This design comes from an exercise in tuning for small area, a short achievable clock period and few clock cycles per item on the open sky130 flow, not from production work.
Only simulation tests tie the RTL to the original design; equivalence was not proved.

File: flow/design.v
module sec_sha256 (
    input  wire         clk,
    input  wire         rst,       
    input  wire         start,     
    input  wire         first,     
    input  wire [511:0] block,     
    output wire         ready,
    output wire [255:0] digest     
);
    localparam [2047:0] K_ALL = {
        32'h428a2f98, 32'h71374491, 32'hb5c0fbcf, 32'he9b5dba5,
        32'h3956c25b, 32'h59f111f1, 32'h923f82a4, 32'hab1c5ed5,
        32'hd807aa98, 32'h12835b01, 32'h243185be, 32'h550c7dc3,
        32'h72be5d74, 32'h80deb1fe, 32'h9bdc06a7, 32'hc19bf174,
        32'he49b69c1, 32'hefbe4786, 32'h0fc19dc6, 32'h240ca1cc,
        32'h2de92c6f, 32'h4a7484aa, 32'h5cb0a9dc, 32'h76f988da,
        32'h983e5152, 32'ha831c66d, 32'hb00327c8, 32'hbf597fc7,
        32'hc6e00bf3, 32'hd5a79147, 32'h06ca6351, 32'h14292967,
        32'h27b70a85, 32'h2e1b2138, 32'h4d2c6dfc, 32'h53380d13,
        32'h650a7354, 32'h766a0abb, 32'h81c2c92e, 32'h92722c85,
        32'ha2bfe8a1, 32'ha81a664b, 32'hc24b8b70, 32'hc76c51a3,
        32'hd192e819, 32'hd6990624, 32'hf40e3585, 32'h106aa070,
        32'h19a4c116, 32'h1e376c08, 32'h2748774c, 32'h34b0bcb5,
        32'h391c0cb3, 32'h4ed8aa4a, 32'h5b9cca4f, 32'h682e6ff3,
        32'h748f82ee, 32'h78a5636f, 32'h84c87814, 32'h8cc70208,
        32'h90befffa, 32'ha4506ceb, 32'hbef9a3f7, 32'hc67178f2
    };
    localparam [255:0] IV = {32'h6a09e667, 32'hbb67ae85, 32'h3c6ef372, 32'ha54ff53a,
                             32'h510e527f, 32'h9b05688c, 32'h1f83d9ab, 32'h5be0cd19};
    localparam S_IDLE  = 2'd0;
    localparam S_ROUND = 2'd1;
    localparam S_FINAL = 2'd2;
    reg [1:0] state;
    reg [5:0] round;
    assign ready = (state == S_IDLE);
    wire [31:0] k_now  = K_ALL[2047 - 32*round -: 32];
    always @(posedge clk) begin
        if (rst) begin
            state <= S_IDLE;
            round <= 6'd0;
        end else begin
            case (state)
                S_IDLE: begin
                    if (start) begin
                        state <= S_ROUND;
                        round <= 6'd0;
                    end
                end
                S_ROUND: begin
                    round <= round + 6'd1;
                    if (round == 6'd63)
                        state <= S_FINAL;
                end
                default: state <= S_IDLE;
            endcase
        end
    end
    reg [31:0] H [0:7];
    reg [31:0] a, b, c, d, e, f, g, h;
    reg [31:0] W [0:15];    
    wire [31:0] s1_e  = {e[5:0], e[31:6]} ^ {e[10:0], e[31:11]} ^ {e[24:0], e[31:25]};
    wire [31:0] ch    = (e & f) ^ (~e & g);
    wire [31:0] s0_a  = {a[1:0], a[31:2]} ^ {a[12:0], a[31:13]} ^ {a[21:0], a[31:22]};
    wire [31:0] maj   = (a & b) ^ (a & c) ^ (b & c);
    wire [31:0] t1    = h + s1_e + ch + k_now + W[0];
    wire [31:0] t2    = s0_a + maj;
    wire [31:0] w1    = W[1];
    wire [31:0] w14   = W[14];
    wire [31:0] ss0   = {w1[6:0], w1[31:7]} ^ {w1[17:0], w1[31:18]} ^ {3'b000, w1[31:3]};
    wire [31:0] ss1   = {w14[16:0], w14[31:17]} ^ {w14[18:0], w14[31:19]} ^ {10'b0, w14[31:10]};
    wire [31:0] w_new = ss1 + W[9] + ss0 + W[0];
    integer i;
    always @(posedge clk) begin
        case (state)
            S_IDLE: begin
                if (start) begin
                    for (i = 0; i < 16; i = i + 1)
                        W[i] <= block[511 - 32*i -: 32];
                    if (first) begin
                        for (i = 0; i < 8; i = i + 1)
                            H[i] <= IV[255 - 32*i -: 32];
                        {a, b, c, d, e, f, g, h} <= IV;
                    end else begin
                        {a, b, c, d, e, f, g, h} <= {H[0], H[1], H[2], H[3],
                                                     H[4], H[5], H[6], H[7]};
                    end
                end
            end
            S_ROUND: begin
                h <= g;
                g <= f;
                f <= e;
                e <= d + t1;
                d <= c;
                c <= b;
                b <= a;
                a <= t1 + t2;
                for (i = 0; i < 15; i = i + 1)
                    W[i] <= W[i+1];
                W[15] <= w_new;
            end
            S_FINAL: begin
                H[0] <= H[0] + a;
                H[1] <= H[1] + b;
                H[2] <= H[2] + c;
                H[3] <= H[3] + d;
                H[4] <= H[4] + e;
                H[5] <= H[5] + f;
                H[6] <= H[6] + g;
                H[7] <= H[7] + h;
            end
            default: ;
        endcase
    end
    assign digest = {H[0], H[1], H[2], H[3], H[4], H[5], H[6], H[7]};
endmodule
File: flow/run.sh
#!/bin/bash
# synth_recipe.tcl (not shown) runs the flow's synth.tcl, then flattens the netlist and writes it again
# the make line also repeats each setting of config.mk as NAME=value (left out here)
make -C /OpenROAD-flow-scripts/flow DESIGN_CONFIG=/design/flow/config.mk WORK_HOME=/design/flow/orfs CLKGATE_MAP_FILE= SYNTH_SCRIPT=/design/flow/synth_recipe.tcl finish
File: flow/config.mk
export PLATFORM = sky130hd
export DESIGN_NAME = sec_sha256
export DESIGN_NICKNAME = sec_sha256
export VERILOG_FILES = /design/flow/design.v
export SDC_FILE = /design/flow/constraint.sdc
export NUM_CORES = 4
export LEC_CHECK = 0
export CAP_MARGIN = 20
export CORE_MARGIN = 2
export CORE_UTILIZATION = 40
export SLEW_MARGIN = 20
File: flow/constraint.sdc
create_clock -name core_clock -period 11.0 [get_ports {clk}]
set_input_delay 2.2000 -clock core_clock [delete_from_list [all_inputs] [get_ports {clk}]]
set_output_delay 2.2000 -clock core_clock [all_outputs]
set_load 0.01 [all_outputs]
==> flow_summary.toml <==
[drt]
routed_via_density = 5.71
routed-via-count = 61900
routedWlPerCell_um = 27.3
postRouteAntennaNets = 0
drtIter0Drc = 6109
dr.pass1.iters = 6
drc = 0
wl_mm = 297

[cells_and_area]
multi_input_area_um2 = 38100
drive_gt1_share_pct = 4.29
fillCellCount = 17000
area_growth_pct = 19.7
nNetsFinal = 9496
layout.cells.non_filler = 10900
final-seq-area_um2 = 30900

[clocking]
cts_setup_buffers = 0
post_cts_resized = 0
cts_buffer_depth = 3
cts.sinks = 1032
clock_tree.root_cell = "clkbuf_16"
tritoncts = "yes"
cts.clk_slew.worst_paths_ns = 0.07
cts_hold_buf = 0
cts-htree-levels = 3
cts_buffers = 119
clk_latency_ns = 0.78

[synth]
ys_ff_latch = 1032
syn-cell-area_um2 = 71600
synth_edf_count = 1024
synth_cell_types = 89
syn_inst = 7811
yosysWarnings = 3
avgSynthCellArea_um2 = 9.17
synth_area_leaders = "edfxtp_1 (43%), nand2_1 (10%), ha_1 (6.8%), fa_1 (5.4%), xnor2_1 (5.0%)"
syn_nets = 8911
synth-async-reset-ratio_pct = 0
synth.largest_area_cell = "edfxtp_1"
ys_seq_area_share_pct = 43.1
netlist.area_leader.share_pct = 42.9
synthFlopType = "edfxtp_1"

[sta]
tightest_slew_ns = 1.13
fin_crit_sh_pct = 94.0
hold_viol = 0
rsz0062_at_grt = "false"
fin_crit_ns = 10.34
fin_skew_ns = 0.0275
setup_viol = 0
max_freq_mhz = 96.7
drv_slew = 0
slew_headroom_pct = 24.4

[floorplan]
die_h_um = 427
die_w_um = 427
num_rows = 155
coreArea_um2 = 178000
initial_core_util_pct = 40.2
boundaryPins = 773
die_area_um2 = 183000

[min_path]
hold_depth = 2
hold_end = "W[2][2]"
hp-start = "W[3][2]"
hp-class = "reg2reg"

[global_routing]
antenna_found_initial = 32
grt_max_degree = 196
globalRouteTotalUtil_pct = 31.7
grt_pass1_wl_mm = 419
grt-ovfl-total = 0
grt_pass1_vias = 59300

[setup_path]
worstPathArrival_ns = 10.94
cp.required_ns = 11.61
critPathKind = "reg2reg"
startpoint_type = "register"
end_kind = "register"
r2r_start = "round[1]"
ff2ff_setup_slack_ns = 0.66
r2r-end = "a[31]"
cp_max_fo = 24
max_stage_delay_ns = 0.78
r2r_cells = 38
cp_slowest_cell = "xor2_4"

[placement]
port_buffers = 772
gp_congestion = 0.994
dp_hpwl_mm = 229
dp_cells = 10600

[status]
status = "complete, no violations"

[run]
max_cap_viol_count = 0
## worst max-delay path: cells and delay by family (launching register included)
family / cells / cell delay [ns]
and+or+nand+nor: 3 / 0.55
DFF: 1 / 0.31
AOI/OAI and AO/OA: 18 / 3.90
buffers and inverters: 7 / 1.15
adders and majority gates: 7 / 2.76
xor gates and xnor gates: 3 / 1.48
## layout by cell type, fill, tap and decap left out, types with 14 or more instances in the layout
master / instances
o21a_1: 55
clkinv_1: 28
o22ai_1: 17
fa_1: 195
nor2_1: 507
o21ai_0: 528
buf_4: 107
a21boi_0: 16
maj3_1: 24
a21oi_1: 571
o211ai_1: 50
xor2_1: 157
clkbuf_16: 120
or3_1: 23
nand2b_1: 62
nor3_1: 189
o31ai_1: 38
edfxtp_1: 1024
a211o_1: 17
o21bai_1: 44
a21o_1: 171
a31oi_1: 45
and3_1: 25
mux2i_1: 31
clkbuf_1: 29
a211oi_1: 73
o311ai_0: 15
mux2_2: 28
xnor2_1: 403
nor2b_1: 54
nand4_1: 30
nand2_1: 1969
ha_1: 388
a311oi_1: 17
inv_1: 293
clkdlybuf4s50_1: 771
nand3_1: 108
buf_12: 14
## worst max-delay path by stage
stage / from / endpoint / slack [ns] / depth (start not counted)
3_3_place_gp: round[1] / a[31] / 1.04 / 39
2_1_floorplan: start / W[0][0] / -3.35 / 2
6_report: round[1] / a[31] / 0.66 / 38
3_5_place_dp: round[1] / a[31] / 0.86 / 38
5_1_grt: round[1] / a[31] / 0.13 / 40
4_1_cts: round[1] / a[31] / 0.82 / 38
## logic make-up (layout without fill, tap and decap cells)
logic type,after synthesis,count (layout),share of synthesized area (%)
muxes,63,63,0.999
DFF,1032,1032,43.1
AOI/OAI and AO/OA,1763,1763,14.9
other,0,11,0
and+or+nand+nor,3051,3051,17.6
adders and majority gates,608,608,12.6
buffers and inverters,726,1400,3.81
xor gates and xnor gates,568,568,6.98
## per-layer routing
layer  global-route usage (%)  wire [um]
met1                     41.3     121000
met2                     51.1     138000
met3                     4.89      20500
met4                     16.1      16800
met5                        0        262
## synth_stat cells (17+ instances only)
master / n
a211o_1: 17
a211oi_1: 73
a21o_1: 171
a21oi_1: 571
a311oi_1: 18
a31oi_1: 45
and3_1: 25
buf_1: 37
clkbuf_1: 389
edfxtp_1: 1024
fa_1: 195
ha_1: 389
inv_1: 294
maj3_1: 24
mux2_2: 28
mux2i_1: 31
nand2_1: 1969
nand2b_1: 64
nand3_1: 108
nand4_1: 30
nor2_1: 508
nor2b_1: 56
nor3_1: 190
o211ai_1: 50
o21a_1: 55
o21ai_0: 528
o21bai_1: 45
o22ai_1: 17
o31ai_1: 38
or3_1: 23
xnor2_1: 407
xor2_1: 159
## stage by stage
stage / hold WS (ns) / setup TNS (ns) / setup slack, ns / instance area (um2) / util, %
6_report: 0.505 / 0 / 0.663 / 85700 / 48.1
5_1_grt: 0.524 / 0 / 0.132 / 85700 / 48.1
4_1_cts: 0.500 / 0 / 0.822 / 85700 / 48.1
3_5_place_dp: 0.493 / 0 / 0.862 / 81900 / 46.0
3_3_place_gp: 0.489 / 0 / 1.04 / 81900 / 46.0
2_1_floorplan: 0.484 / -2573.84 / -3.35 / 71700 / -
## layout make-up
type / instances / area share (%)
Multi-Input combinational cell: 6053 / 44.5
Sequential cell: 1032 / 36.0
Timing Repair Buffer: 893 / 10.3
Clock buffer: 149 / 3.63
Tap cell: 2355 / 3.44
Inverter: 297 / 1.31
Clock inverter: 61 / 0.789
Antenna cell: 11 / 0.0321
## flip-flops by register name (all words and copies together), names as in the netlist
signal  count
g          32
d          32
a          32
H         256
state       2
f          32
e          32
c          32
round       6
W         512
h          32
b          32
Testbench counts, summed over its fixed seeds: cycles 25,806, blocks 391.

static timing again, ports no longer ideal:
Ports are ideal in the flow. The routed layout listed here was re-timed in OpenROAD.
Step 1 (the two cells are an assumption about what drives the block):
set clk [get_ports {clk}]
set_driving_cell -lib_cell sky130_fd_sc_hd__clkbuf_16 $clk
set_driving_cell -lib_cell sky130_fd_sc_hd__buf_2 [delete_from_list [all_inputs] $clk]
Step 2 times the ports against the registers' clock, not the clock port: input delays grow and output delays shrink by t, the midpoint of the rising clock arrivals with the driver on.
Slacks: ideal ports / drivers / drivers and shift; pairs: ideal ports / drivers.
t (ns): 0.861
setup slack, ns: 0.663 / 0.663 / 0.663
worst setup path after step 2: register to register
After both steps this run still meets setup and hold. For this run, drivers alone change the setup slack by 0.000 ns; drivers and shift together by 0.000 ns.
